From an optimization exercise on the open Yosys and OpenROAD flow, aimed at small area, a short achievable clock period and few clock cycles per item; shortcuts taken in it are not production practice. In this exercise RTL edits were held to simulation tests only and were not proved equivalent to the original. Power is estimated from default activity; no workload was simulated.

`flow/flow/run.sh`:
```
#!/bin/bash
# Standard ORFS layout (bash standard.sh) with these changes:
#  - port buffers are buf_1 cells (the timing repair upsizes the ones on
#    critical paths) instead of the resizer's default choice
#  - clock tree without dummy loads, with larger sink clusters
#  - repair_timing aims at a setup slack of 8.97 ns
# make's output goes to make_finish.log; ORFS keeps per-step logs under orfs/logs.
set -euo pipefail
export BUFFER_PORTS_ARGS="-buffer_cell sky130_fd_sc_hd__buf_1"
export CTS_ARGS="-sink_clustering_enable -repair_clock_nets -dont_use_dummy_load -sink_clustering_size 25 -sink_clustering_max_diameter 100 -buf_list {sky130_fd_sc_hd__clkbuf_8 sky130_fd_sc_hd__clkbuf_16}"
export SETUP_SLACK_MARGIN=8.97
bash standard.sh > make_finish.log 2>&1
```
`flow/standard.sh`:
```
#!/bin/bash
# synth_recipe.tcl (not shown) runs the flow's synth.tcl, then flattens the netlist and writes it again
# the make line also repeats each setting of config.mk as NAME=value (left out here)
make -C /OpenROAD-flow-scripts/flow DESIGN_CONFIG=/design/flow/config.mk WORK_HOME=/design/flow/orfs CLKGATE_MAP_FILE= SYNTH_SCRIPT=/design/flow/synth_recipe.tcl "${@:-finish}"
```
`flow/config.mk`:
```
export PLATFORM = sky130hd
export DESIGN_NAME = bfp_compress
export DESIGN_NICKNAME = bfp_compress
export VERILOG_FILES = /design/flow/design.v
export SDC_FILE = /design/flow/constraint.sdc
export NUM_CORES = 4
export LEC_CHECK = 0
export CAP_MARGIN = 20
export CORE_MARGIN = 2
export CORE_UTILIZATION = 60
export PLACE_DENSITY = 0.7
export SLEW_MARGIN = 20
```
`flow/constraint.sdc`:
```
create_clock -name core_clock -period 12.5 [get_ports {clk}]
set_input_delay 2.5000 -clock core_clock [delete_from_list [all_inputs] [get_ports {clk}]]
set_output_delay 2.5000 -clock core_clock [all_outputs]
set_load 0.01 [all_outputs]
```
`flow/design.v`:
```
module bfp_compress (
    input  wire        clk,
    input  wire        rst,          
    input  wire        in_valid,
    output wire        in_ready,
    input  wire [1:0]  in_fmt,       
    input  wire [23:0] in_i,
    input  wire [23:0] in_q,
    output wire        out_valid,
    input  wire        out_ready,
    output wire [7:0]  out_data,
    output wire        out_last
);
    localparam integer N = 11;       
    localparam [1:0] ST_IDLE = 2'd0, ST_A = 2'd1, ST_B = 2'd2;
    reg        rdy_r;
    reg [1:0]  st;
    reg [23:0] r0_i, r0_q;
    reg [1:0]  fmt_in;
    reg [3:0]  icnt;
    reg        r0_first, r0_last;
    reg [3:0]  s_cur;
    reg        sat_i, sat_q;
    wire take = in_valid & rdy_r;
    function [15:0] nofit2;
        input [23:0] x;
        input        f12;
        reg [24:0] o, a;         
        reg [15:0] w9, n9, n12;
        reg        w12, xb;
        integer s, j;
        begin
            o[24] = 1'b0; a[24] = 1'b1;
            o[23] = 1'b0; a[23] = 1'b1;
            for (j = 22; j >= 0; j = j - 1) begin
                o[j] = o[j+1] | x[j];
                a[j] = a[j+1] & x[j];
            end
            w9 = 16'd0;
            for (s = 1; s <= 15; s = s + 1) begin
                w9[s] = 1'b1;
                for (j = s - 1; j <= s + 7; j = j + 1)
                    w9[s] = w9[s] & x[j];
            end
            n9  = 16'd0;
            n12 = 16'd0;
            n9[0]  = x[23] ? ~a[8]  : o[8];
            n12[0] = x[23] ? ~a[11] : o[11];
            for (s = 1; s <= 15; s = s + 1) begin
                xb = x[8 + s];
                n9[s] = x[23] ? (~a[9 + s] | (~xb & ~w9[s])) : (o[8 + s] | w9[s]);
            end
            for (s = 1; s <= 12; s = s + 1) begin
                xb  = x[11 + s];
                w12 = w9[s + 3] & x[s + 1] & x[s] & x[s - 1];
                n12[s] = x[23] ? (~a[12 + s] | (~xb & ~w12)) : (o[11 + s] | w12);
            end
            nofit2 = f12 ? n12 : n9;
        end
    endfunction
    wire [15:0] nf_i = nofit2(r0_i, fmt_in == 2'd2);
    wire [15:0] nf_q = nofit2(r0_q, fmt_in == 2'd2);
    wire [3:0]  smax = (fmt_in == 2'd2) ? 4'd12 : 4'd15;
    wire [14:0] base_t;
    genvar gk;
    generate
        for (gk = 1; gk <= 15; gk = gk + 1) begin : g_bt
            assign base_t[gk-1] = ~r0_first & (s_cur >= gk);
        end
    endgenerate
    wire [14:0] lim_t  = (fmt_in == 2'd2) ? 15'h0fff : 15'h7fff;
    wire [14:0] new_t  = (base_t | nf_i[14:0] | nf_q[14:0]) & lim_t;
    wire [3:0]  s_new;
    assign s_new[3] = new_t[7];
    assign s_new[2] = (new_t[3] & ~new_t[7]) | new_t[11];
    assign s_new[1] = (new_t[1] & ~new_t[3]) | (new_t[5] & ~new_t[7]) |
                      (new_t[9] & ~new_t[11]) | new_t[13];
    assign s_new[0] = (new_t[0] & ~new_t[1]) | (new_t[2] & ~new_t[3]) |
                      (new_t[4] & ~new_t[5]) | (new_t[6] & ~new_t[7]) |
                      (new_t[8] & ~new_t[9]) | (new_t[10] & ~new_t[11]) |
                      (new_t[12] & ~new_t[13]) | new_t[14];
    function [13:0] bfp_field;
        input [23:0] x;
        input [3:0]  a;
        input        sat;
        input        b12;
        reg signed [24:0] t;
        reg signed [24:0] v;
        reg               sb;
        integer j;
        begin
            t  = {x, 1'b0};
            v  = a[3] ? (t >>> 8) : t;
            v  = a[2] ? (v >>> 4) : v;
            v  = a[1] ? (v >>> 2) : v;
            v  = a[0] ? (v >>> 1) : v;
            sb = 1'b0;
            for (j = 0; j <= 22; j = j + 1)
                if (j + 2 <= a)
                    sb = sb | x[j];
            if (sat)
                bfp_field = x[23] ? {(b12 ? 13'h1000 : 13'h1e00), 1'b0}
                                  : {(b12 ? 13'h0ffe : 13'h01fe), 1'b0};
            else if (b12 && (v[13] ^ v[12]))
                bfp_field = {13'h1000, 1'b0};
            else
                bfp_field = {v[12:0], sb};
        end
    endfunction
    function [15:0] fix16;
        input [23:0] x;
        reg up;
        begin
            up = x[7] & ((|x[6:0]) | x[8]);
            if (x[23:8] == 16'h7fff)
                fix16 = 16'h7fff;
            else
                fix16 = x[23:8] + {15'd0, up};
        end
    endfunction
    wire        is_bfp_in = (fmt_in != 2'd0);
    wire [31:0] slot_in = is_bfp_in ?
        {bfp_field(r0_i, s_cur, sat_i, fmt_in[1]),
         bfp_field(r0_q, s_cur, sat_q, fmt_in[1]), s_cur} :
        {fix16(r0_i), fix16(r0_q)};
    reg [31:0]  fd [0:N-1];
    reg [N-1:0] fv;
    reg         meta_v;
    reg [1:0]   meta_fmt;
    reg [3:0]   meta_s;
    wire        pop;
    wire        meta_pop;
    wire        full = &fv;
    wire        tail_acc = ~full | pop;
    wire        wr = (st == ST_B) & tail_acc;
    reg [N-1:0] shift;
    reg [N-1:0] fv_next;
    integer i;
    always @(*) begin
        for (i = 0; i < N; i = i + 1) begin
            shift[i] = pop | ~(&(fv | ~((2 << i) - 1)));
            if (shift[i])
                fv_next[i] = (i == N - 1) ? wr : fv[i+1];
            else
                fv_next[i] = fv[i];
        end
    end
    always @(posedge clk) begin
        for (i = 0; i < N; i = i + 1)
            if (shift[i])
                fd[i] <= (i == N - 1) ? slot_in : fd[i+1];
    end
    wire      r0_free = (st == ST_IDLE) | ((st == ST_B) & wr);
    reg [1:0] st_next;
    always @(*) begin
        if (take)                     st_next = ST_A;
        else if (st == ST_A)          st_next = ST_B;
        else if (st == ST_B && !wr)   st_next = ST_B;
        else                          st_next = ST_IDLE;
    end
    always @(posedge clk) begin
        if (r0_free) begin
            r0_i     <= in_i;
            r0_q     <= in_q;
            r0_first <= (icnt == 4'd0);
            r0_last  <= (icnt == 4'd11);
        end
        if (take && icnt == 4'd0)
            fmt_in <= (in_fmt == 2'd3) ? 2'd0 : in_fmt;
        if (st == ST_A) begin
            s_cur <= s_new;
            sat_i <= nf_i[smax];
            sat_q <= nf_q[smax];
        end
    end
    always @(posedge clk) begin
        if (rst) begin
            st     <= ST_IDLE;
            icnt   <= 4'd0;
            fv     <= {N{1'b0}};
        end else begin
            st    <= st_next;
            if (take)
                icnt <= (icnt == 4'd11) ? 4'd0 : icnt + 4'd1;
            fv    <= fv_next;
        end
    end
    reg        ph;           
    reg [3:0]  scnt;         
    reg [3:0]  hd;           
    wire g_load;
    assign pop      = g_load & ph;
    assign meta_pop = g_load & ph & (scnt == 4'd11);
    wire   g_first  = ~ph & (scnt == 4'd0);
    wire   g_last   = ph & (scnt == 4'd11);
    wire [31:0] head = fd[0];
    wire [12:0] hv   = ph ? head[17:5] : head[31:19];
    wire        hs   = ph ? head[4]    : head[18];
    wire [15:0] hm   = ph ? head[15:0] : head[31:16];
    reg signed [16:0] vx;
    reg signed [16:0] qx;
    reg               rb, stk, hup;
    always @(*) begin
        vx  = {{4{hv[12]}}, hv};
        qx  = (vx >>> 1) >>> hd;
        rb  = vx[hd];
        stk = hs | |(vx[15:0] & ~(16'hffff << hd));
        hup = rb & (stk | qx[0]);
    end
    reg         b_first;
    always @(posedge clk) b_first <= (st == ST_A);
    wire        mset      = (st == ST_B) & b_first & r0_last;
    wire [31:0] head_next = shift[0] ? ((N == 1) ? slot_in : fd[1]) : fd[0];
    wire [3:0]  ms_next   = mset ? s_cur : meta_s;
    always @(posedge clk) begin
        hd <= ms_next - head_next[3:0];
    end
    always @(posedge clk) begin
        if (rst) begin
            ph     <= 1'b0;
            scnt   <= 4'd0;
            meta_v <= 1'b0;
        end else begin
            if (g_load) begin
                ph <= ~ph;
                if (ph)
                    scnt <= (scnt == 4'd11) ? 4'd0 : scnt + 4'd1;
            end
            if (mset)
                meta_v <= 1'b1;
            else if (meta_pop)
                meta_v <= 1'b0;
        end
        if (mset) begin
            meta_fmt <= fmt_in;
            meta_s   <= s_cur;
        end
    end
    reg       ov, ol, sk_l;
    reg [7:0] od, sk_d;
    wire      acc = ~ov | out_ready;
    reg [15:0] gb;
    reg [4:0]  gc;
    reg        gexp;
    reg        glast;
    reg        sk_v;
    wire       g_bfp    = (meta_fmt != 2'd0);
    wire       exp_now  = g_load & g_first & g_bfp & ~sk_v & ~gc[4] & ~gc[3];
    wire       dir_now  = g_load & ~g_bfp & ~sk_v & ~gc[4] & ~gc[3];
    wire       emit     = ~sk_v & (gexp | gc[4] | gc[3] | exp_now | dir_now);
    wire       emit_buf = emit & ~gexp & ~exp_now & ~dir_now;
    wire [4:0] c_after  = emit_buf ? gc - 5'd8 : gc;
    reg        cl_r;         
    assign g_load = fv[0] & meta_v & cl_r;
    wire [15:0] m = (meta_fmt == 2'd0) ? hm : {4'd0, qx[11:0] + {11'd0, hup}};
    reg  [15:0] gb_ld;
    reg  [4:0]  gb_b;
    always @(*) begin
        case (meta_fmt)
            2'd1:    begin gb_ld = {gb[6:0], m[8:0]};  gb_b = 5'd9;  end
            2'd2:    begin gb_ld = {gb[3:0], m[11:0]}; gb_b = 5'd12; end
            default: begin gb_ld = m;                  gb_b = 5'd16; end
        endcase
    end
    wire [3:0] meta_e = (meta_fmt == 2'd1) ? ~meta_s : 4'd12 - meta_s;
    reg  [8:0] gsel;
    wire [4:0] gc_next = g_load ? (dir_now ? 5'd8 : c_after + gb_b) : c_after;
    reg  [7:0] sel_byte;
    integer sb;
    always @(*) begin
        sel_byte = 8'd0;
        for (sb = 0; sb <= 8; sb = sb + 1)
            sel_byte = sel_byte | ({8{gsel[sb]}} & gb[sb + 7 -: 8]);
    end
    wire [7:0] core_byte = (gexp | exp_now) ? {4'd0, meta_e} :
                           dir_now ? hm[15:8] : sel_byte;
    wire       core_last = ~gexp & ~exp_now & ~dir_now & glast & (gc == 5'd8);
    always @(posedge clk) begin
        for (sb = 0; sb <= 8; sb = sb + 1)
            gsel[sb] <= (gc_next == sb + 8);
        if (g_load) begin
            gb <= gb_ld;
        end
    end
    wire gexp_next = (g_load & g_first) ? (g_bfp & ~exp_now) : (gexp & ~emit);
    wire sk_v_next = ~acc & (sk_v | emit);
    always @(posedge clk) begin
        if (rst) begin
            gc    <= 5'd0;
            gexp  <= 1'b0;
            glast <= 1'b0;
            cl_r  <= 1'b1;
        end else begin
            gc    <= gc_next;
            gexp  <= gexp_next;
            cl_r  <= (gc_next < 5'd8) | (~gc_next[4] & ~gexp_next & ~sk_v_next);
            if (g_load)
                glast <= g_last;
        end
    end
    always @(posedge clk) begin
        if (rst) begin
            ov   <= 1'b0;
            sk_v <= 1'b0;
        end else if (acc) begin
            ov   <= sk_v | emit;
            sk_v <= 1'b0;
        end else if (emit) begin
            sk_v <= 1'b1;
        end
        if (acc) begin
            od <= sk_v ? sk_d : core_byte;
            ol <= sk_v ? sk_l : core_last;
        end
        if (!acc && emit) begin
            sk_d <= core_byte;
            sk_l <= core_last;
        end
    end
    wire ph_next     = g_load ? ~ph : ph;
    wire mv_next     = mset | (meta_v & ~meta_pop);
    wire cl_next     = (gc_next < 5'd8) | (~gc_next[4] & ~gexp_next & ~sk_v_next);
    wire pop_next    = fv_next[0] & mv_next & cl_next & ph_next;
    always @(posedge clk) begin
        if (rst)
            rdy_r <= 1'b1;
        else
            rdy_r <= (st_next == ST_IDLE) |
                     ((st_next == ST_B) & (~(&fv_next) | pop_next));
    end
    assign in_ready  = rdy_r;
    assign out_valid = ov;
    assign out_data  = od;
    assign out_last  = ol;
endmodule
```
==> results of run 1 <==
## repair_timing
item / in CTS / in global routing
buffers inserted: 8 / 4
pin swaps: 0 / 1
gates resized for setup: 8 / 26
cloned: 2 / 1
endpoints found under the setup margin: 111 / 106
## final cells by class
cell class / count / area, um2
fillers: 2874 / 13300
clock buffers: 24 / 601
well taps: 511 / 639
repair inverters: 1 / 7.51
repair buffers: 98 / 571
flip-flops and latches: 498 / 14400
inverters: 43 / 181
multi-input cells: 1167 / 8170
## where the power goes
part	leakage [nW]	internal (mW)	total (mW)	switching, mW
Clock	0.296	0.343	0.798	0.455
Combinational	3.43	0.159	0.372	0.212
Sequential	5.15	2.02	2.13	0.116
Total	8.88	2.52	3.30	0.783
## metrics by stage
| stage | cells | total power [mW] |
|---|---|---|
| 2_1_floorplan | 1843 | 2.39 |
| 3_3_place_gp | 2303 | 2.52 |
| 4_1_cts | 2337 | 3.32 |
| 6_report | 2342 | 3.30 |
| 3_5_place_dp | 2303 | 2.53 |
| 5_1_grt | 2342 | 3.43 |
## cell usage after synthesis, types with 6 or more instances
cell        n  area share, %
a211oi_1   18           0.58
a21o_1     11           0.36
a21oi_1   105            2.3
a221o_1    13           0.56
a221oi_1   13           0.49
a222oi_1    8           0.35
a22o_1     14           0.53
a22oi_1    18           0.58
a31oi_1    30           0.81
a41oi_1    22           0.83
and2_1     17           0.46
and3_1     34           0.92
and4_1     14           0.53
buf_1      17           0.28
buf_2       7           0.15
clkbuf_1  104            1.7
dfxtp_1    56            4.8
edfxtp_1  442             57
ha_1       21            1.1
inv_1      39           0.63
mux2_2     30            1.5
mux2i_1    99            4.3
mux4_2     26            2.5
nand2_1   149            2.4
nand2b_1   13           0.35
nand3_1    51            1.1
nand4_1    19           0.51
nor2_1    131            2.1
nor2b_1    18           0.49
nor3_1     27           0.58
nor4_1     17           0.46
o211ai_1    6           0.19
o21ai_0    63            1.4
o22ai_1    18           0.49
o31ai_1     7           0.23
or2_2      10           0.27
or3_1       7           0.19
or4_1       7           0.23
xnor2_1    29            1.1
xor2_1     14           0.53
## layer usage
| layer | vias up | track usage [%] | wire length, um |
|---|---|---|---|
| met5 | - | 0 | 0 |
| met4 | 0 | 9.18 | 1950 |
| li1 | 7037 | - | - |
| met2 | 612 | 44.0 | 25900 |
| met1 | 7460 | 34.9 | 21800 |
| met3 | 123 | 2.22 | 2970 |
## path summary, 6_finish.rpt
path	slack (ns)	end
hold reg to reg	0.40	fd[3][15]$_DFFE_PP_
hold / removal	0.40	fd[3][15]$_DFFE_PP_
setup / recovery	8.93	out_data[0]
setup reg to reg	9.05	s_cur[0]$_DFFE_PP_
## logic make-up (layout without fill, tap and decap cells)
logic type      Yosys count  after routing  share of synthesized area (%)
simple gates            542            543                           11.7
flops                   498            498                           62.2
compound gates          403            403                           11.8
buf+inv                 179            166                           3.14
mux                     156            156                           8.38
xor+xnor                 43             43                           1.63
fa+ha+maj                22             22                           1.22
## sequential cells by signal, summed over array words and instances, names as in the netlist, 2 cells and up
name,flops
st,2
gc,5
meta_s,4
r0_q,24
fmt_in,2
gb,16
sk_d,8
icnt,4
s_cur,4
fv,11
hd,4
fd,352
r0_i,24
scnt,4
od,8
gsel,9
meta_fmt,2
## cell usage in the layout, fill, tap and decap left out, types with 7 or more instances in the layout
master / synthesis / routed
a211oi_1: 18 / 17
a21o_1: 11 / 11
a21oi_1: 105 / 104
a221o_1: 13 / 13
a221oi_1: 13 / 13
a222oi_1: 8 / 8
a22o_1: 14 / 14
a22oi_1: 18 / 18
a31oi_1: 30 / 30
a41oi_1: 22 / 21
and2_1: 17 / 16
and3_1: 34 / 32
and4_1: 14 / 14
buf_1: 17 / 54
buf_4: 2 / 29
clkbuf_16: 0 / 25
clkbuf_2: 1 / 8
dfxtp_1: 56 / 50
edfxtp_1: 442 / 442
ha_1: 21 / 21
inv_1: 39 / 38
mux2_2: 30 / 30
mux2i_1: 99 / 99
mux4_2: 26 / 26
nand2_1: 149 / 149
nand2b_1: 13 / 12
nand3_1: 51 / 49
nand4_1: 19 / 19
nor2_1: 131 / 129
nor2b_1: 18 / 18
nor3_1: 27 / 26
nor4_1: 17 / 16
o21ai_0: 63 / 63
o22ai_1: 18 / 18
o31ai_1: 7 / 7
or2_2: 10 / 10
or3_1: 7 / 7
or4_1: 7 / 7
xnor2_1: 29 / 29
xor2_1: 14 / 14
==> key figures, run 1 <==
Run status
  – Outcome: no timing/DRC/antenna violations

Synthesis
  – Seq cells post-synth: 498
  – Number of synthesized flops with an enable pin: 442
  – Yosys warns: 2
  – Synth Flop Type: edfxtp_1
  – Netlist Area Pre-Place: 23200 um2
  – Post-Syn Instances: 1843
  – Yosys cell types: 82
  – Seq/Total Area, Yosys: 62.2%
  – Avg Cell Area, Syn: 12.6 um2
  – Syn nets: 1919
  – Ys async rst share: 0%

Detailed routing
  – DRT iter0 DRCs: 1531
  – Final antenna-violating net count: 0
  – WL final: 52700 um
  – Remaining DRCs: 0
  – Initial DRT Pass Iterations: 10
  – WL per Instance: 22.5 um
  – Via/cell ratio: 6.50
  – DR vias: 15232

Setup path
  – Worst R2R Path Depth: 7
  – Worst Setup End Kind: output pin
  – Critical path origin: od[0]$_DFFE_PP_
  – Worst Setup Path Type: reg2out
  – Critical Path, Cell by Cell: clkbuf_2
  – CP arrival: 1.07 ns
  – Crit-path max cell delay: 0.38 ns
  – Crit path required time: 10.00 ns
  – Critical Path Start Type: register
  – Highest net fanout along the worst path: 1
  – Critical Path Stages: 1
  – Crit path max-delay family: flip-flops
  – Slowest stage cell, crit path: edfxtp_1
  – Worst Path Buf+Inv: 1
  – R2R Path Start: r0_i[22]$_DFFE_PP_

Clocking
  – Number of buffers created by CTS: 24
  – Clock Latency Late Sink: 0.58 ns
  – Clk buf depth: 3
  – CTS Hold Bufs: 0
  – Root Driver: clkbuf_16
  – Worst-path clk slew: 0.10 ns
  – Sink Count: 498
  – CTS tree: built
  – H-tree Lvls: 1

STA
  – Hold_ws: 0.401 ns
  – Setup ws final: 8.93 ns
  – Skew final: 0.0562 ns
  – Max Freq: 280 MHz
  – Hold Vio Cnt, Final: 0
  – Minimum clock period: 3.57 ns
  – Max Slew Vio Count: 0
  – Worst-Margin Slew: 0.908 ns
  – Sum Neg Setup Slack: 0 ns
  – Slew margin rel.: 39.4%
  – Setup Viol. Count Final: 0
  – Unrepaired setup endpoints after global routing: yes
  – Crit share post-route: 28.6%

GRT
  – Total GRT Usage: 25.7%
  – Global-route wire length before repair: 81700 um
  – Largest net degree at the start of global routing: 61
  – Vias in the first global route: 14519
  – Antenna violations before repair: 0
  – Aggregate global routing overflow: 0

Cells and area
  – Final core occ: 64.9%
  – Area grow syn2layout: 6.09%
  – Layout cell share with drive strength beyond 1: 9.67%
  – Ant diodes: 0
  – Nets@finish: 1909
  – Finished Cell Area: 24600 um2

Die
  – Core ar.: 37800 um2
  – IO Count: 65
  – Starting Density: 61.2%
  – Num rows: 71
  – Die ar.: 40200 um2
  – Die X: 200 um
  – Die height: 200 um

Placed design
  – Pre-CTS setup slack: 8.30 ns
  – DPL Wire Length: 35800 um
  – Final GP Congestion: 0.946
  – Placed cell area: 23700 um2
  – IO Port Bufs: 64

Min path
  – Hold path cells: 0
  – Hold wc startpoint: fd[4][15]$_DFFE_PN_
  – Hold Crit Class: reg2reg

Pwr
  – Pleak: 8.88 nW
  – Pwr dens: 134 nW/um2
  – Maximum VDD drop: 110 uV

Run
  – Max_cap viols: 0
Testbench counts, summed over its fixed seeds: cycles 17,443, blocks 480.
==> inputs of run 2 (changes only) <==
==> flow/flow/run.sh (replaced) <==
#!/bin/bash
# Standard ORFS layout (bash standard.sh) with these changes:
#  - port buffers are buf_1 cells (the timing repair upsizes the ones on
#    critical paths) instead of the resizer's default choice
#  - clock tree without dummy loads, with larger sink clusters
#  - repair_timing aims at a setup slack of 8.88 ns
# make's output goes to make_finish.log; ORFS keeps per-step logs under orfs/logs.
set -euo pipefail
export BUFFER_PORTS_ARGS="-buffer_cell sky130_fd_sc_hd__buf_1"
export CTS_ARGS="-sink_clustering_enable -repair_clock_nets -dont_use_dummy_load -sink_clustering_size 25 -sink_clustering_max_diameter 100 -buf_list {sky130_fd_sc_hd__clkbuf_8 sky130_fd_sc_hd__clkbuf_16}"
export SETUP_SLACK_MARGIN=8.88
bash standard.sh > make_finish.log 2>&1
==> run 2 against run 1 <==
Effect of this change: clock skew down 0.0024 ns; synthesized area stayed put; utilization down 0.28 points; largest cell class unchanged; final area down 0.43%; critical path depth is the same; combinational power down 2%; highest routed layer is now met5; largest power group unchanged; sequential power is essentially flat; still clean; synthesized cell count unchanged; sequential cell count stayed put.
==> key figures, run 2 <==
Run status
  – Outcome: no timing/DRC/antenna violations

Clocking
  – Worst-path clk slew: 0.09 ns (about the same)
  – CTS tree: built
  – Sink Count: 498 (unchanged)
  – Root Driver: clkbuf_16
  – Clock Latency Late Sink: 0.57 ns (about the same)
  – Number of buffers created by CTS: 24 (unchanged)
  – CTS Hold Bufs: 0 (unchanged)
  – H-tree Lvls: 1 (unchanged)
  – Clk buf depth: 3 (unchanged)

GRT
  – Total GRT Usage: 26.2% (+0.49 points)
  – Aggregate global routing overflow: 0 (unchanged)
  – Largest net degree at the start of global routing: 61 (unchanged)
  – Global-route wire length before repair: 83100 um (+1.8%)
  – Vias in the first global route: 14469 (-0.34%)
  – Antenna violations before repair: 1 (+1)

Detailed routing
  – Initial DRT Pass Iterations: 8 (-2)
  – DRT iter0 DRCs: 1603 (+4.7%)
  – Final antenna-violating net count: 0 (unchanged)
  – WL per Instance: 22.9 um (+1.7%)
  – Remaining DRCs: 0 (unchanged)
  – WL final: 53400 um (+1.4%)
  – DR vias: 15231 (-0.0066%)
  – Via/cell ratio: 6.52 (+0.25%)

Cells and area
  – Layout cell share with drive strength beyond 1: 8.66% (-1.0 points)
  – Area grow syn2layout: 5.64%
  – Most frequent cells in the layout: 442 x edfxtp_1, 149 x nand2_1, 129 x nor2_1
  – Fillcell total: 2877 (+0.10%)
  – Most common cell after layout, fill and taps aside: edfxtp_1
  – Largest registers: fd x352, r0_i x24, r0_q x24
  – Ant diodes: 0 (unchanged)
  – Nets@finish: 1903 (-0.31%)
  – Reg with most FFs: fd
  – Max FFs per register: 352 (unchanged)

Min path
  – Hold wc startpoint: fd[4][16]$_DFFE_PN_
  – Hold Crit Class: reg2reg
  – Hold path cells: 0 (unchanged)
  – WHS Endpoint: fd[3][16]$_DFFE_PP_

STA
  – Setup Viol. Count Final: 0 (unchanged)
  – Worst-Margin Slew: 1.03 ns (+0.125 ns)
  – Minimum clock period: 3.57 ns (+0.00411 ns)
  – Skew final: 0.0538 ns (-0.00239 ns)
  – Crit share post-route: 28.6% (+0.033 points)
  – Setup ws final: 8.93 ns (-0.00411 ns)
  – Max Freq: 280 MHz (-0.11%)
  – Slew margin rel.: 31.1% (-8.3 points)
  – Hold_ws: 0.395 ns (-0.00598 ns)
  – Hold Vio Cnt, Final: 0 (unchanged)
  – Max Slew Vio Count: 0 (unchanged)
  – Sum Neg Setup Slack: 0 ns (unchanged)
  – Unrepaired setup endpoints after global routing: yes

Setup path
  – R2R Path Start: r0_i[21]$_DFFE_PP_
  – Worst r2r dst: s_cur[0]$_DFFE_PP_
  – Worst R2R Path Depth: 7 (unchanged)
  – Crit path required time: 10.00 ns (about the same)
  – Crit-path max cell delay: 0.39 ns (about the same)
  – Worst Setup Path Type: reg2out
  – R2r setup slk: 8.95 ns (-0.10 ns)
  – Critical Path, Cell by Cell: buf_1
  – Slowest stage cell, crit path: edfxtp_1
  – Worst Setup End Kind: output pin
  – Worst Path Buf+Inv: 1 (unchanged)
  – Highest net fanout along the worst path: 1 (unchanged)
  – CP arrival: 1.07 ns (about the same)
  – Critical Path Start Type: register
  – Crit path max-delay family: flip-flops

Die
  – Num rows: 71 (unchanged)
  – Starting Density: 61.2% (unchanged)
  – Die X: 200 um (unchanged)
  – IO Count: 65 (unchanged)
  – Core ar.: 37800 um2 (unchanged)
  – Die ar.: 40200 um2 (unchanged)
  – Die height: 200 um (unchanged)

Synthesis
  – Number of synthesized flops with an enable pin: 442 (unchanged)
  – Compound-Gate Fraction of Synth Area: 11.8% (unchanged)
  – Yosys warns: 2 (unchanged)
  – Post-Syn Instances: 1843 (unchanged)
  – Commonest cells in the netlist: 442 x edfxtp_1, 149 x nand2_1, 131 x nor2_1, 105 x a21oi_1, 104 x clkbuf_1
  – Largest family of logic cells by synthesized area: compound AO/OA/AOI/OAI gates
  – Synth Flop Type: edfxtp_1
  – Ys async rst share: 0% (unchanged)
  – Seq/Total Area, Yosys: 62.2% (unchanged)
  – Top cells by area, synth: edfxtp_1 57%, dfxtp_1 4.8%, mux2i_1 4.3%, mux4_2 2.5%, nand2_1 2.4%
  – Seq cells post-synth: 498 (unchanged)
  – Synth area leader: edfxtp_1
  – Syn nets: 1919 (unchanged)
  – Yosys cell types: 82 (unchanged)
  – Cell with the most instances after synthesis: edfxtp_1
  – Synth Area in XOR/XNOR: 1.63% (unchanged)
  – Simple logic cell fraction of the synthesized area: 11.7% (unchanged)
  – Mux cell area share after synthesis: 8.38% (unchanged)
  – Top-area cell type share of the netlist area: 57.3% (unchanged)
  – Adder-cell share of the synthesized area: 1.22% (unchanged)
  – Netlist Area Pre-Place: 23200 um2 (unchanged)
  – Avg Cell Area, Syn: 12.6 um2 (unchanged)

Pwr
  – Pwr dens: 135 nW/um2 (+0.38%)
  – Pleak: 8.83 nW (-0.61%)
  – Maximum VDD drop: 145 uV (+32%)

Placed design
  – DPL Wire Length: 36400 um (+1.6%)
  – IO Port Bufs: 64 (unchanged)
  – Final GP Congestion: 0.989 (+4.5%)
  – Pre-CTS setup slack: 8.22 ns (-0.0715 ns)

Run
  – Max_cap viols: 0 (unchanged)
-- run 2: changes by cell type in the layout (fill, tap and decap cells not counted), moves of 2 or more --
cell,previous run,this run
clkbuf_2,8,6
dfxtp_1,50,54
buf_1,54,58
buf_4,29,23
dfxtp_2,6,2
buf_6,4,1
-- run 2: timing repair --
item                       4_1_cts  5_1_grt
hold endpoints to repair         0        0
cloned                           2        0
setup endpoints to repair       98      106
pin swaps                        0        1
gates resized for setup          5       17
setup buffers                    5        2
-- run 2: worst max path at each step --
stage	from	to	slack, ns	cells after the start
6_report	od[3]$_DFFE_PP_	out_data[3]	8.93	1
5_1_grt	od[3]$_DFFE_PP_	out_data[3]	8.87	1
4_1_cts	rdy_r$_SDFF_PP1_	in_ready	8.88	1
3_5_place_dp	ph$_SDFF_PP0_	rdy_r$_SDFF_PP1_	8.22	11
3_3_place_gp	ph$_SDFF_PP0_	rdy_r$_SDFF_PP1_	8.34	11
2_1_floorplan	fv[0]$_SDFF_PP0_	r0_first$_DFFE_PP_	8.88	12
-- run 2: cell type report --
type                    count  area, um2  share of cell area, %
repair buffers             92        500                   2.05
inverters                  43        181                  0.742
well taps                 511        639                   2.61
repair inverters            1       7.51                 0.0307
multi-input cells        1167       8140                   33.3
flip-flops and latches    498      14400                   58.8
clock buffers              24        601                   2.45
-- run 2: stage by stage --
stage	util [%]	instance area, um2	total power, mW	std cells
5_1_grt	64.6	24500	3.44	2336
6_report	64.6	24500	3.30	2336
3_5_place_dp	62.7	23700	2.53	2303
4_1_cts	64.5	24400	3.32	2334
3_3_place_gp	62.7	23700	2.52	2303
2_1_floorplan	-	23200	2.39	1843
-- run 2: per-layer routing --
| metal | up-vias | global-route usage (%) | routed length, um |
|---|---|---|---|
| met5 | - | 0 | 10 |
| met4 | 2 | 8.97 | 1870 |
| met3 | 140 | 3.59 | 3500 |
| met2 | 625 | 44.3 | 26000 |
| met1 | 7423 | 35.3 | 22100 |
| li1 | 7041 | - | - |
-- run 2: where the power goes --
part | internal [mW] | switching [mW]
Sequential | 2.02 | 0.119
Combinational | 0.156 | 0.210
Clock | 0.343 | 0.457
Total | 2.52 | 0.785
-- run 2: logic make-up after synthesis --
kind of cell / count (synthesis)
AO/OA/AOI/OAI: 403
XOR/XNOR: 43
adder cells (fa/ha/maj): 22
buffers and inverters: 179
flip-flops: 498
multiplexers: 156
AND/OR/NAND/NOR: 542
==> inputs of run 3 (changes only) <==
==> flow/flow/run.sh (replaced) <==
#!/bin/bash
# Standard ORFS layout (bash standard.sh) with these changes:
#  - port buffers are buf_1 cells (the timing repair upsizes the ones on
#    critical paths) instead of the resizer's default choice
#  - clock tree without dummy loads, with larger sink clusters
#  - repair_timing aims at a setup slack of 8.93 ns
# make's output goes to make_finish.log; ORFS keeps per-step logs under orfs/logs.
set -euo pipefail
export BUFFER_PORTS_ARGS="-buffer_cell sky130_fd_sc_hd__buf_1"
export CTS_ARGS="-sink_clustering_enable -repair_clock_nets -dont_use_dummy_load -sink_clustering_size 25 -sink_clustering_max_diameter 100 -buf_list {sky130_fd_sc_hd__clkbuf_8 sky130_fd_sc_hd__clkbuf_16}"
export SETUP_SLACK_MARGIN=8.93
bash standard.sh > make_finish.log 2>&1
==> run 3 against run 2 <==
Effect of this change: still clean; critical path depth is the same; count of clock-buffer cells in the layout is the same; worst setup slack gained 0.029 ns; final cell count is essentially flat; first-iteration DRC count grew 1.2%; die area is the same; total power shrank 0.21%; critical path type unchanged.
==> key figures, run 3 <==
Cells and area
  – Most common cell after layout, fill and taps aside: edfxtp_1
  – Final core occ: 64.7% (+0.073 points)
  – Area grow syn2layout: 5.75%
  – Layout cell share with drive strength beyond 1: 9.20% (+0.54 points)
  – Fillcell total: 2962 (+3.0%)
  – Largest registers: fd x352, r0_i x24, r0_q x24
  – Ant diodes: 0 (unchanged)
  – Max FFs per register: 352 (unchanged)
  – Most frequent cells in the layout: 442 x edfxtp_1, 147 x nand2_1, 130 x nor2_1
  – Nets@finish: 1904 (+0.053%)
  – Finished Cell Area: 24500 um2 (+0.11%)
  – Reg with most FFs: fd

Synthesis
  – Number of synthesized flops with an enable pin: 442 (unchanged)
  – Yosys cell types: 82 (unchanged)
  – Avg Cell Area, Syn: 12.6 um2 (unchanged)
  – Top cells by area, synth: edfxtp_1 57%, dfxtp_1 4.8%, mux2i_1 4.3%, mux4_2 2.5%, nand2_1 2.4%
  – Post-Syn Instances: 1843 (unchanged)
  – Netlist Area Pre-Place: 23200 um2 (unchanged)
  – Top-area cell type share of the netlist area: 57.3% (unchanged)
  – Synth area leader: edfxtp_1
  – Seq cells post-synth: 498 (unchanged)
  – Commonest cells in the netlist: 442 x edfxtp_1, 149 x nand2_1, 131 x nor2_1, 105 x a21oi_1, 104 x clkbuf_1
  – Cell with the most instances after synthesis: edfxtp_1
  – Synth Flop Type: edfxtp_1
  – Syn nets: 1919 (unchanged)
  – Ys async rst share: 0% (unchanged)
  – Yosys warns: 2 (unchanged)
  – Seq/Total Area, Yosys: 62.2% (unchanged)

STA
  – Setup ws final: 8.96 ns (+0.0294 ns)
  – Crit share post-route: 28.4% (-0.24 points)
  – Sum Neg Setup Slack: 0 ns (unchanged)
  – Slew margin rel.: 32.7% (+1.5 points)
  – Minimum clock period: 3.54 ns (-0.0294 ns)
  – Max Slew Vio Count: 0 (unchanged)
  – Worst-Margin Slew: 1.01 ns (-0.0232 ns)
  – Hold Vio Cnt, Final: 0 (unchanged)
  – Max Freq: 282 MHz (+0.83%)
  – Unrepaired setup endpoints after global routing: yes
  – Setup Viol. Count Final: 0 (unchanged)
  – Skew final: 0.0873 ns (+0.0335 ns)

Detailed routing
  – DR vias: 15162 (-0.45%)
  – WL final: 52700 um (-1.3%)
  – Remaining DRCs: 0 (unchanged)
  – Via/cell ratio: 6.49 (-0.50%)
  – Final antenna-violating net count: 0 (unchanged)
  – WL per Instance: 22.6 um (-1.4%)
  – Initial DRT Pass Iterations: 7 (-1)
  – DRT iter0 DRCs: 1622 (+1.2%)

Die
  – Die ar.: 40200 um2 (unchanged)
  – IO Count: 65 (unchanged)
  – Num rows: 71 (unchanged)
  – Starting Density: 61.2% (unchanged)
  – Die X: 200 um (unchanged)
  – Core ar.: 37800 um2 (unchanged)
  – Die height: 200 um (unchanged)

Clocking
  – CTS Hold Bufs: 0 (unchanged)
  – Worst-path clk slew: 0.09 ns (about the same)
  – Clk buf depth: 3 (unchanged)
  – Root Driver: clkbuf_16
  – Clock Latency Late Sink: 0.58 ns (about the same)
  – Sink Count: 498 (unchanged)
  – Number of buffers created by CTS: 24 (unchanged)
  – CTS tree: built
  – H-tree Lvls: 1 (unchanged)

Min path
  – Hold Crit Class: reg2reg

GRT
  – Aggregate global routing overflow: 0 (unchanged)
  – Global-route wire length before repair: 82100 um (-1.2%)
  – Vias in the first global route: 14490 (+0.15%)
  – Antenna violations before repair: 0 (-1)
  – Total GRT Usage: 25.8% (-0.41 points)
  – Largest net degree at the start of global routing: 61 (unchanged)

Pwr
  – Maximum VDD drop: 134 uV (-7.5%)
  – Total power: 3.29 mW (-0.21%)
  – Pwr dens: 135 nW/um2 (-0.32%)
  – Pleak: 8.84 nW (+0.15%)

Setup path
  – Crit-path max cell delay: 0.38 ns (about the same)
  – Crit path required time: 10.00 ns (about the same)
  – Slowest stage cell, crit path: edfxtp_1
  – Worst Setup End Kind: output pin
  – CP arrival: 1.04 ns (-0.03 ns)
  – Crit path max-delay family: flip-flops
  – Critical Path Start Type: register
  – Critical Path, Cell by Cell: clkbuf_2
  – Worst Setup Path Type: reg2out
  – Highest net fanout along the worst path: 1 (unchanged)
  – Worst Path Buf+Inv: 1 (unchanged)

Run status
  – Outcome: no timing/DRC/antenna violations

Run
  – Max_cap viols: 0 (unchanged)

Placed design
  – IO Port Bufs: 64 (unchanged)
  – Pre-CTS setup slack: 8.27 ns (+0.0464 ns)
  – Final GP Congestion: 0.971 (-1.8%)
  – DPL Wire Length: 36400 um (+0.12%)
  – Placed cell area: 23700 um2 (about the same)
run 3: where the power goes:
group	switching (mW)	internal [mW]	total, mW	leakage (nW)
clock network	0.453	0.342	0.795	0.296
registers	0.117	2.02	2.13	5.15
logic	0.209	0.156	0.365	3.39
total	0.779	2.52	3.29	8.84
run 3: repair_timing:
| item | 4_1_cts | 5_1_grt |
|---|---|---|
| gates cloned | 2 | 0 |
| hold endpoints to repair | 0 | 0 |
| buffers inserted | 4 | 6 |
| endpoints found under the setup margin | 103 | 96 |
| pin swaps | 0 | 1 |
| resized for setup | 7 | 20 |
run 3: cell families after synthesis:
group                    Yosys count  synth area share, %
buffers and inverters            179                 3.14
multiplexers                     156                 8.38
flip-flops                       498                 62.2
adder cells (fa/ha/maj)           22                 1.22
AO/OA/AOI/OAI                    403                 11.8
XOR/XNOR                          43                 1.63
AND/OR/NAND/NOR                  542                 11.7
run 3: cell type report:
cell class                 count  area [um2]  area share (%)
sequential                   498       14400            58.8
multi-input combinational   1167        8150            33.3
tap                          511         639            2.61
clock buffer                  24         601            2.45
timing repair buffer          93         510            2.08
inverter                      43         181           0.741
timing repair inverter         1        7.51          0.0307
run 3: worst paths after layout:
| path | depth (start not counted) | startpoint | end | slack [ns] |
|---|---|---|---|---|
| max | 1 | od[3]$_DFFE_PP_ | out_data[3] | 8.96 |
| min | 0 | fd[4][15]$_DFFE_PN_ | fd[3][15]$_DFFE_PP_ | 0.38 |
| max reg2reg | 7 | r0_i[22]$_DFFE_PP_ | s_cur[0]$_DFFE_PP_ | 9.05 |
| min reg2reg | 0 | fd[4][15]$_DFFE_PN_ | fd[3][15]$_DFFE_PP_ | 0.38 |
run 3: stage by stage:
stage | cells | hold slack, ns
4_1_cts | 2331 | 0.369
3_3_place_gp | 2301 | 0.400
3_5_place_dp | 2301 | 0.405
5_1_grt | 2337 | 0.387
6_report | 2337 | 0.378
2_1_floorplan | 1843 | 0.400
run 3: per-layer routing:
metal	up-vias	share of wire, %	track usage (%)
li1	7040	-	-
met1	7297	40	34.8
met2	682	49	44.1
met3	143	6.4	2.73
met4	0	3.7	9.02
met5	-	0	0
==> inputs of run 4 (changes only) <==
--- a/flow/config.mk
+++ b/flow/config.mk
@@ -7,6 +7,6 @@
 export LEC_CHECK = 0
 export CAP_MARGIN = 20
 export CORE_MARGIN = 2
-export CORE_UTILIZATION = 60
-export PLACE_DENSITY = 0.7
+export CORE_UTILIZATION = 70
+export PLACE_DENSITY = 0.8
 export SLEW_MARGIN = 20
==> run 4 against run 3 <==
Effect of this change: synthesized area unchanged; critical endpoint is now out_data[2]; total power grew 1.5%; critical path type unchanged; synthesized cell count is the same; sequential share of layout area about the same; largest power group unchanged; maximum frequency hardly changed; first-iteration DRC count is 14% higher.
==> key figures, run 4 <==
Cells and area
  – Area taken by multi-input logic gates: 8150 um2 (about the same)
  – Fillcell total: 2071 (-30%)
  – Final core occ: 75.3% (+11 points)
  – Area grow syn2layout: 5.81% (about the same)
  – Layout cell share with drive strength beyond 1: 9.43% (+0.23 points)
  – Most common cell after layout, fill and taps aside: edfxtp_1
  – Largest registers: fd x352, r0_i x24, r0_q x24
  – Most frequent cells in the layout: 442 x edfxtp_1, 149 x nand2_1, 130 x nor2_1
  – Reg with most FFs: fd
  – FF/Latch Area: 14400 um2 (about the same)
  – Nets@finish: 1913 (+0.47%)
  – Max FFs per register: 352 (unchanged)

Min path
  – Hold wc startpoint: fd[2][29]$_DFFE_PN_
  – Hold path cells: 0 (unchanged)
  – Hold Crit Class: reg2reg

Setup path
  – Worst Path Buf+Inv: 1 (unchanged)
  – Worst R2R Path Depth: 14 (+7)
  – CP arrival: 1.04 ns (about the same)
  – Crit path max-delay family: flip-flops
  – R2R Path Start: hd[0]$_DFF_P_
  – Slowest stage cell, crit path: edfxtp_1
  – Crit path required time: 10.00 ns (about the same)
  – Critical Path Start Type: register
  – Worst Setup Path Type: reg2out
  – Critical Path Stages: 1 (unchanged)
  – Critical Path, Cell by Cell: buf_1
  – R2r setup slk: 9.05 ns (about the same)
  – Critical path origin: od[2]$_DFFE_PP_
  – Worst Setup End Kind: output pin
  – Highest net fanout along the worst path: 1 (unchanged)
  – Crit-path max cell delay: 0.37 ns (about the same)

STA
  – Worst-Margin Slew: 0.957 ns (-0.0532 ns)
  – Slew margin rel.: 36.2% (+3.5 points)
  – Crit share post-route: 28.4% (about the same)
  – Unrepaired setup endpoints after global routing: yes
  – Hold Vio Cnt, Final: 0 (unchanged)
  – Sum Neg Setup Slack: 0 ns (unchanged)
  – Skew final: 0.0832 ns (-0.00410 ns)
  – Setup Viol. Count Final: 0 (unchanged)
  – Max Slew Vio Count: 0 (unchanged)
  – Max Freq: 282 MHz (about the same)
  – Minimum clock period: 3.54 ns (-0.000700 ns)

Clocking
  – Root Driver: clkbuf_16
  – Clock Latency Late Sink: 0.59 ns (about the same)
  – Clk buf depth: 3 (unchanged)
  – Sink Count: 498 (unchanged)
  – CTS tree: built
  – Worst-path clk slew: 0.09 ns (about the same)
  – Number of buffers created by CTS: 24 (unchanged)
  – H-tree Lvls: 1 (unchanged)

Synthesis
  – Top-area cell type share of the netlist area: 57.3% (unchanged)
  – Number of synthesized flops with an enable pin: 442 (unchanged)
  – Seq cells post-synth: 498 (unchanged)
  – Post-Syn Instances: 1843 (unchanged)
  – Ys async rst share: 0% (unchanged)
  – Commonest cells in the netlist: 442 x edfxtp_1, 149 x nand2_1, 131 x nor2_1, 105 x a21oi_1, 104 x clkbuf_1
  – Netlist Area Pre-Place: 23200 um2 (unchanged)
  – Yosys cell types: 82 (unchanged)
  – Synth area leader: edfxtp_1
  – Avg Cell Area, Syn: 12.6 um2 (unchanged)
  – Cell with the most instances after synthesis: edfxtp_1
  – Top cells by area, synth: edfxtp_1 57%, dfxtp_1 4.8%, mux2i_1 4.3%, mux4_2 2.5%, nand2_1 2.4%
  – Syn nets: 1919 (unchanged)
  – Yosys warns: 2 (unchanged)
  – Synth Flop Type: edfxtp_1
  – Seq/Total Area, Yosys: 62.2% (unchanged)

Detailed routing
  – Wl on met1: 21100 um (-1.1%)
  – DR vias: 16047 (+5.8%)
  – Met2 routed WL: 27900 um (+7.2%)
  – DR top layer: met4
  – Remaining DRCs: 0 (unchanged)
  – Final antenna-violating net count: 0 (unchanged)
  – DRT iter0 DRCs: 1855 (+14%)
  – WL final: 57000 um (+8.1%)
  – Via/cell ratio: 7.04 (+8.6%)
  – WL per Instance: 25.0 um (+11%)
  – Initial DRT Pass Iterations: 7 (unchanged)
  – Met3 WL: 5250 um (+54%)

Die
  – Die X: 186 um (-7.3%)
  – IO Count: 65 (unchanged)
  – Core ar.: 32500 um2 (-14%)
  – Starting Density: 71.2% (+10 points)
  – Die ar.: 34600 um2 (-14%)
  – Num rows: 66 (-7.0%)
  – Die height: 186 um (-7.3%)

Placed design
  – Final GP Congestion: 1.02 (+4.6%)
  – DPL Wire Length: 37300 um (+2.5%)
  – IO Port Bufs: 64 (unchanged)

GRT
  – Vias in the first global route: 14731 (+1.7%)
  – Global-route wire length before repair: 85800 um (+4.5%)
  – Antenna violations before repair: 1 (+1)
  – Total GRT Usage: 32.7% (+6.9 points)
  – Largest net degree at the start of global routing: 61 (unchanged)
  – Aggregate global routing overflow: 0 (unchanged)

Pwr
  – Pleak: 8.89 nW (+0.55%)
  – Maximum VDD drop: 147 uV (+9.6%)
  – Pwr dens: 136 nW/um2 (+1.4%)
  – Total power: 3.34 mW (+1.5%)

Run
  – Max_cap viols: 0 (unchanged)

Run status
  – Outcome: no timing/DRC/antenna violations
[run 4: cell counts after synthesis]
No cell type changed its count.
[run 4: path summary, 6_finish.rpt]
path,endpoint
min,fd[1][29]$_DFFE_PP_
max,out_data[2]
max reg2reg,gb[4]$_DFFE_PP_
min reg2reg,fd[1][29]$_DFFE_PP_
[run 4: area by class of cell]
class,count,area share (%)
Multi-Input combinational cell,1167,33.3
Inverter,43,0.740
Timing Repair Buffer,102,2.49
Clock buffer,24,2.45
Timing Repair inverter,1,0.0306
Antenna cell,1,0.0102
Sequential cell,498,58.8
Tap cell,442,2.26
[run 4: kinds of logic (layout without fill, tap and decap cells)]
| family | count (synthesis) | count (layout) | synth area share, % |
|---|---|---|---|
| simple gates | 542 | 543 | 11.7 |
| mux | 156 | 156 | 8.38 |
| fa+ha+maj | 22 | 22 | 1.22 |
| buf+inv | 179 | 170 | 3.14 |
| xor+xnor | 43 | 43 | 1.63 |
| compound gates | 403 | 403 | 11.8 |
| other cells | 0 | 1 | 0 |
| flops | 498 | 498 | 62.2 |
[run 4: power breakdown]
part	leakage, nW	switching (mW)	internal (mW)	total [mW]
combinational	3.44	0.225	0.161	0.386
sequential	5.15	0.131	2.02	2.15
clock	0.296	0.466	0.343	0.808
[run 4: per-layer routing]
layer / up-vias / track usage, %
met5: - / 0
met4: 0 / 13.2
met3: 213 / 5.01
met2: 1072 / 55.9
met1: 7707 / 42.3
li1: 7055 / -
[run 4: repair_timing]
action | in CTS | in global routing
endpoints found under the setup margin | 100 | 99
hold buffers | 0 | 0
gates cloned | 2 | 1
buffers inserted | 4 | 10
gates resized for setup | 7 | 20
pin swaps | 0 | 1
[run 4: through the flow]
step / area [um2] / hold WS, ns / worst slack, ns / cells
detailed placement: 23600 / 0.405 / 8.21 / 2236
global placement: 23600 / 0.400 / 8.42 / 2236
finish: 24500 / 0.372 / 8.96 / 2278
floorplan: 23300 / 0.400 / 8.93 / 1843
global route: 24500 / 0.379 / 8.84 / 2277
CTS: 24300 / 0.368 / 8.92 / 2266
==> inputs of run 5 (changes only) <==
--- a/flow/config.mk
+++ b/flow/config.mk
@@ -7,6 +7,6 @@
 export LEC_CHECK = 0
 export CAP_MARGIN = 20
 export CORE_MARGIN = 2
-export CORE_UTILIZATION = 70
-export PLACE_DENSITY = 0.8
+export CORE_UTILIZATION = 52
+export PLACE_DENSITY = 0.65
 export SLEW_MARGIN = 20
==> run 5 against run 4 <==
Effect of this change: maximum frequency is 0.31% lower; synthesized cell count stayed put; sequential power hardly changed; clock power is 0.7% lower; total power is 1.3% lower; register-to-register slack hardly changed; first-iteration DRC count is 18% lower; critical path type unchanged.
==> key figures, run 5 <==
Run status
  – Outcome: no timing/DRC/antenna violations

Die
  – Num rows: 77 (+17%)
  – Die X: 215 um (+16%)
  – Die ar.: 46200 um2 (+34%)
  – Die height: 215 um (+16%)
  – Core ar.: 44100 um2 (+36%)
  – Starting Density: 52.5% (-19 points)
  – IO Count: 65 (unchanged)

Pwr
  – Total power: 3.30 mW (-1.3%)
  – Pleak: 8.87 nW (-0.15%)
  – Pwr dens: 134 nW/um2 (-1.9%)
  – Maximum VDD drop: 106 uV (-28%)

Setup path
  – R2r setup slk: 9.05 ns (about the same)
  – CP arrival: 1.06 ns (+0.02 ns)
  – Worst Setup End Kind: output pin
  – Highest net fanout along the worst path: 1 (unchanged)
  – Slowest stage cell, crit path: edfxtp_1
  – Critical Path Start Type: register
  – Crit path max-delay family: flip-flops
  – Crit-path max cell delay: 0.38 ns (about the same)
  – Crit path required time: 10.00 ns (about the same)
  – Worst Path Buf+Inv: 1 (unchanged)
  – Worst Setup Path Type: reg2out
  – Worst r2r dst: s_cur[0]$_DFFE_PP_
  – Critical Path, Cell by Cell: clkbuf_2
  – Worst R2R Path Depth: 7 (-7)
  – R2R Path Start: r0_i[22]$_DFFE_PP_

Synthesis
  – Top cells by area, synth: edfxtp_1 57%, dfxtp_1 4.8%, mux2i_1 4.3%, mux4_2 2.5%, nand2_1 2.4%
  – Post-Syn Instances: 1843 (unchanged)
  – Yosys warns: 2 (unchanged)
  – Netlist Area Pre-Place: 23200 um2 (unchanged)
  – Cell with the most instances after synthesis: edfxtp_1
  – Number of synthesized flops with an enable pin: 442 (unchanged)
  – Synth area leader: edfxtp_1
  – Yosys cell types: 82 (unchanged)
  – Ys async rst share: 0% (unchanged)
  – Seq/Total Area, Yosys: 62.2% (unchanged)
  – Syn nets: 1919 (unchanged)
  – Seq cells post-synth: 498 (unchanged)
  – Commonest cells in the netlist: 442 x edfxtp_1, 149 x nand2_1, 131 x nor2_1, 105 x a21oi_1, 104 x clkbuf_1
  – Avg Cell Area, Syn: 12.6 um2 (unchanged)
  – Top-area cell type share of the netlist area: 57.3% (unchanged)
  – Synth Flop Type: edfxtp_1

Placed design
  – Placed cell area: 23900 um2 (+0.90%)
  – IO Port Bufs: 64 (unchanged)
  – DPL Wire Length: 36700 um (-1.6%)
  – Final GP Congestion: 0.960 (-5.5%)

Cells and area
  – Most common cell after layout, fill and taps aside: edfxtp_1
  – Reg with most FFs: fd
  – Max FFs per register: 352 (unchanged)
  – Ant diodes: 0 (-1)
  – Area grow syn2layout: 6.46%
  – Most frequent cells in the layout: 442 x edfxtp_1, 148 x nand2_1, 130 x nor2_1
  – Largest registers: fd x352, r0_i x24, r0_q x24
  – Fillcell total: 3683 (+78%)
  – Layout cell share with drive strength beyond 1: 9.11% (-0.32 points)
  – Nets@finish: 1911 (-0.10%)
  – Area taken by multi-input logic gates: 8130 um2 (-0.23%)
  – FF/Latch Area: 14400 um2 (about the same)
  – Finished Cell Area: 24700 um2 (+0.61%)

STA
  – Max Freq: 281 MHz (-0.31%)
  – Max Slew Vio Count: 0 (unchanged)
  – Crit share post-route: 28.4% (+0.089 points)
  – Hold Vio Cnt, Final: 0 (unchanged)
  – Skew final: 0.0567 ns (-0.0264 ns)
  – Minimum clock period: 3.56 ns (+0.0111 ns)
  – Unrepaired setup endpoints after global routing: yes
  – Setup Viol. Count Final: 0 (unchanged)
  – Worst-Margin Slew: 1.06 ns (+0.103 ns)
  – Sum Neg Setup Slack: 0 ns (unchanged)
  – Slew margin rel.: 28.4% (-7.7 points)

Detailed routing
  – Via/cell ratio: 6.20 (-12%)
  – Initial DRT Pass Iterations: 8 (+1)
  – DRT iter0 DRCs: 1521 (-18%)
  – WL final: 53400 um (-6.4%)
  – Remaining DRCs: 0 (unchanged)
  – DR vias: 15045 (-6.2%)
  – Final antenna-violating net count: 0 (unchanged)
  – WL per Instance: 22.0 um (-12%)

Clocking
  – CTS tree: built
  – Worst-path clk slew: 0.09 ns (about the same)
  – Root Driver: clkbuf_16
  – H-tree Lvls: 1 (unchanged)
  – Clk buf depth: 3 (unchanged)
  – Sink Count: 498 (unchanged)
  – Clock Latency Late Sink: 0.57 ns (-0.02 ns)
  – CTS Hold Bufs: 0 (unchanged)
  – Number of buffers created by CTS: 24 (unchanged)

GRT
  – Aggregate global routing overflow: 0 (unchanged)
  – Vias in the first global route: 14450 (-1.9%)
  – Global-route wire length before repair: 83500 um (-2.7%)
  – Largest net degree at the start of global routing: 61 (unchanged)
  – Total GRT Usage: 22.9% (-9.9 points)
  – Antenna violations before repair: 0 (-1)

Min path
  – WHS Endpoint: fd[2][18]$_DFFE_PN_
  – Hold wc startpoint: fd[3][18]$_DFFE_PP_
  – Hold Crit Class: reg2reg
  – Hold path cells: 0 (unchanged)

Run
  – Max_cap viols: 0 (unchanged)
[run 5: layout make-up]
type	count	share of cell area (%)
Sequential cell	498	58.4
Tap cell	592	3.00
Timing Repair inverter	1	0.0305
Timing Repair Buffer	100	2.40
Multi-Input combinational cell	1167	33.0
Inverter	43	0.736
Clock buffer	24	2.44
[run 5: timing repair]
action / in CTS / in global routing
endpoints found under the setup margin: 100 / 114
pin swaps: 0 / 1
gates cloned: 2 / 0
setup buffers: 4 / 6
resized for setup: 9 / 17
[run 5: how the worst max path moves through the flow]
stage	start	to	slack [ns]	depth (start not counted)
final	od[3]$_DFFE_PP_	out_data[3]	8.94	1
after global routing	od[3]$_DFFE_PP_	out_data[3]	8.89	1
after CTS	od[3]$_DFFE_PP_	out_data[3]	8.91	1
after detailed placement	ph$_SDFF_PP0_	rdy_r$_SDFF_PP1_	8.23	11
after global placement	ph$_SDFF_PP0_	rdy_r$_SDFF_PP1_	8.35	11
after floorplan	out_ready	cl_r$_SDFF_PP1_	8.93	5
[run 5: per-stage QoR]
| step | std cells | hold slack (ns) | worst slack (ns) | utilization [%] |
|---|---|---|---|---|
| 2_1_floorplan | 1843 | 0.400 | 8.93 | - |
| 3_3_place_gp | 2389 | 0.400 | 8.35 | 54.1 |
| 3_5_place_dp | 2389 | 0.405 | 8.23 | 54.1 |
| 4_1_cts | 2419 | 0.386 | 8.91 | 55.6 |
| 5_1_grt | 2425 | 0.401 | 8.89 | 55.9 |
| 6_report | 2425 | 0.395 | 8.94 | 55.9 |
[run 5: cells by family (layout without fill, tap and decap cells)]
| kind of cell | after synthesis | in the layout | share of synthesized area (%) |
|---|---|---|---|
| buffers and inverters | 179 | 168 | 3.14 |
| flip-flops | 498 | 498 | 62.2 |
| multiplexers | 156 | 156 | 8.38 |
| XOR/XNOR | 43 | 43 | 1.63 |
| AO/OA/AOI/OAI | 403 | 403 | 11.8 |
| adder cells (fa/ha/maj) | 22 | 22 | 1.22 |
| AND/OR/NAND/NOR | 542 | 543 | 11.7 |
[run 5: where the power goes]
| part | switching, mW | internal (mW) | total [mW] |
|---|---|---|---|
| clock network | 0.459 | 0.343 | 0.802 |
| registers | 0.108 | 2.02 | 2.12 |
| logic | 0.217 | 0.159 | 0.375 |
[run 5: layer usage]
layer | wire, um | up-vias | GRT usage, %
li1 | - | 7064 | -
met1 | 22600 | 7353 | 30.1
met2 | 26500 | 519 | 39.8
met3 | 2500 | 109 | 2.65
met4 | 1770 | 0 | 7.43
met5 | 0 | - | 0

==> separate check: timing with driven ports <==
No port has a modelled driver above. Below, the same layouts with a new extraction and two added sets of constraints.
Step 1, drivers: a clkbuf_16 drives clk and a buf_2 each remaining input, both assumed.
Step 2, shift: input delay + t, output delay - t, t = (earliest + latest rising clock arrival at the registers) / 2. This alone moves slack from input paths to output paths.
Three values: ideal, step 1, step 2; two values: the first two.
run | t, ns | slack for setup (ns) | worst register clock-pin slew, ns
run 1 | 0.602 | 8.930 / 8.875 / 8.690 | 0.10 / 0.10
run 2 | 0.607 | 8.926 / 8.866 / 8.603 | 0.10 / 0.10
run 3 | 0.593 | 8.955 / 8.898 / 8.524 | 0.10 / 0.10
run 4 | 0.595 | 8.956 / 8.905 / 8.653 | 0.10 / 0.10
run 5 | 0.603 | 8.945 / 8.884 / 8.608 | 0.11 / 0.11
After both steps setup and hold are still met in every run listed. For run 3, which loses most, drivers alone change the setup slack by -0.057 ns; drivers and shift together by -0.431 ns.
